This is an optimization exercise on Yosys and OpenROAD, whose aim is small area, not a production implementation.
In this exercise RTL edits were held to simulation tests only and were not proved equivalent to the original.
Power is estimated from default activity; no workload was simulated.

rev 12:
// ho_unc
module ho_unc (
    input  wire        clk,
    input  wire        rst,         
    input  wire        start,
    input  wire [31:0] in_u0,       
    input  wire [31:0] in_tau,      
    input  wire [15:0] in_f0,       
    input  wire [15:0] in_aging,    
    input  wire [15:0] in_k,        
    input  wire [16:0] in_dtemp,    
    output wire        busy,
    output wire        done,
    output wire [31:0] unc          
);
    localparam [39:0] DC1 = 40'h585ca7e000;    
    localparam [2:0] P_IDLE = 3'd0, P_Y = 3'd1, P_X = 3'd2, P_XH = 3'd3,
                     P_AH = 3'd4, P_A = 3'd5, P_FIN = 3'd6, P_SAT = 3'd7;
    reg [2:0] ph;
    reg [5:0] c;       
    reg [5:0] idx;     
    wire idle = (ph == P_IDLE);
    wire isY  = (ph == P_Y);
    wire isX  = (ph == P_X);
    wire isXH = (ph == P_XH);
    wire isAH = (ph == P_AH);
    wire isA  = (ph == P_A);
    wire isF  = (ph == P_FIN);
    wire isS  = (ph == P_SAT);
    wire c0   = (c == 6'd0);
    wire last = (c == 6'd39);
    wire imatch = (c == idx);
    wire firstY = isY  & (idx[3:0] == 4'd15);
    wire firstX = isX  & idx[4];
    wire firstA = isAH & idx[3] & idx[0];
    reg [39:0] ra, rb, rc, re;
    reg [1:0]  kx;     
    reg mbit, mnext;
    wire xa   = isX | isAH;
    wire ktap = (idx[3] & idx[2] & idx[1]) ? kx[idx[0]] : (idx[3] ? re[7] : rc[7]);
    wire mtap = isY ? ktap : isXH ? re[0] :
                (xa & (idx >= 6'd9)) ? rb[16] :
                (xa & (idx != 6'd0)) ? ra[8] : rc[0];
    wire tau_s = rb[39] & ~c[5];                                    
  ...
==> flow/config.mk <==
export PLATFORM = sky130hd
export DESIGN_NAME = ho_unc
export DESIGN_NICKNAME = ho_unc
export VERILOG_FILES = /design/flow/design.v
export SDC_FILE = /design/flow/constraint.sdc
export NUM_CORES = 4
export LEC_CHECK = 0
export ABC_AREA = 1
export CAP_MARGIN = 20
export CORE_MARGIN = 2
export CORE_UTILIZATION = 50
export SLEW_MARGIN = 20
==> flow/constraint.sdc <==
create_clock -name core_clock -period 20.0 [get_ports {clk}]
set_input_delay 4.0000 -clock core_clock [delete_from_list [all_inputs] [get_ports {clk}]]
set_output_delay 4.0000 -clock core_clock [all_outputs]
set_load 0.01 [all_outputs]
standard.sh (not shown) runs the stock make flow with config.mk's settings and CLKGATE_MAP_FILE= SYNTH_SCRIPT=/design/flow/synth_recipe.tcl, a recipe that flattens the netlist after the stock synthesis.
==> flow/flow/run.sh <==
#!/bin/bash
# The standard ORFS layout (standard.sh), with three choices changed:
#  - synthesis: the standard flow's own synthesis script, except that ABC's technology
#    mapping runs flow/area.abc (a stronger area-recovery script) instead of
#    ORFS's abc_area.script; registers are mapped as before (dfflibmap runs
#    ahead of ABC and ABC sees only the combinational logic)
#  - every port still gets a buffer, but the smallest one (buf_1)
#  - the clock tree is built from clkbuf_8 in small clusters, without
#    dummy loads
# make's full output goes to make_finish.log; ORFS keeps each step's log
# under orfs/logs.
set -euo pipefail
here=$(pwd)
{
  head -n 1 synth_recipe.tcl
  cat <<TCL
proc abc {args} {
  set i [lsearch -exact \$args -script]
  if {\$i >= 0 && [string match *abc_area.script [lindex \$args [expr {\$i + 1}]]]} {
    lset args [expr {\$i + 1}] $here/flow/area.abc
  }
  yosys abc {*}\$args
}
TCL
  tail -n +2 synth_recipe.tcl
} > own_synth.tcl
sed "s#SYNTH_SCRIPT=[^ ]*synth_recipe.tcl#SYNTH_SCRIPT=$here/own_synth.tcl#" standard.sh > own_standard.sh
grep -q own_synth.tcl own_standard.sh
export BUFFER_PORTS_ARGS="-buffer_cell sky130_fd_sc_hd__buf_1"
export CTS_ARGS="-sink_clustering_enable -sink_clustering_size 12 -sink_clustering_max_diameter 30 -dont_use_dummy_load -buf_list {sky130_fd_sc_hd__clkbuf_4 sky130_fd_sc_hd__clkbuf_8} -root_buf sky130_fd_sc_hd__clkbuf_8"
bash own_standard.sh > make_finish.log 2>&1
==> flow/flow/area.abc <==
strash
&get -n
&deepsyn -T 30
&put
dch -f
amap -m
mfs2
strash
dch -f
amap -m
topo
stime -c
dnsize -c
What rev 13 does differently from rev 12 at the input level:
==> flow/flow/run.sh <==
#!/bin/bash
# The standard ORFS layout (standard.sh), with two choices changed:
#  - every port still gets a buffer, but the smallest one (buf_1)
#  - the clock tree is built from small clock buffers in small clusters,
#    without dummy loads
# make's full output goes to make_finish.log; ORFS keeps each step's log
# under orfs/logs.
set -euo pipefail
export BUFFER_PORTS_ARGS="-buffer_cell sky130_fd_sc_hd__buf_1"
export CTS_ARGS="-sink_clustering_enable -sink_clustering_size 22 -sink_clustering_max_diameter 55 -dont_use_dummy_load -buf_list sky130_fd_sc_hd__clkbuf_8 -root_buf sky130_fd_sc_hd__clkbuf_8"
bash standard.sh > make_finish.log 2>&1
removed: flow/flow/area.abc
Results
In rev 13, share of cell area taken by flip-flops and latches is lower than in rev 12.
Part of the power in combinational logic in rev 13 is 16 points higher than in rev 12
Area of the die delta for rev 13 relative to rev 12: 880 um^2 higher
Compared with rev 12, in rev 13 wire length shows an increase of 1100 um; number of gates on the worst path with buffers counted shows a reduction of 2.
On global routing usage on met2, the higher figure sits with rev 13, not rev 12.
Comparing share of the synthesized area in compound gates (AO/OA/AOI/OAI) for rev 13 and rev 12, the bigger number came from rev 12.
Re final critical path time including I/O delays and setup: rev 13 is 120 ps down on rev 12.

## separate check: timing with driven ports
The results above use ideal ports. As a check the final layouts listed here were re-extracted and re-timed, cells and wires unchanged. Step 1 (the two cells are an assumption about what drives the block):
set clk [get_ports {clk}]
set_driving_cell -lib_cell sky130_fd_sc_hd__clkbuf_16 $clk
set_driving_cell -lib_cell sky130_fd_sc_hd__buf_2 [delete_from_list [all_inputs] $clk]
Step 2 moves the port delays by t, midway between the first and last clock arrival at a register: inputs arrive t later, outputs are due t later. That takes back most of the time a late clock gives input paths. Slacks: no drivers / after step 1 / after step 2; pairs: no drivers / after step 1.
run	t, ns	slack for setup (ns)	worst register clock-pin slew, ns	worst slew at a driven data input, ns	pins driven straight from the clock port
rev 12	0.484	13.826 / 13.787 / 14.270	0.11 / 0.11	0.06	1
rev 13	0.474	13.943 / 13.905 / 14.379	0.10 / 0.10	0.06	1
After both steps every run listed still meets setup and hold.
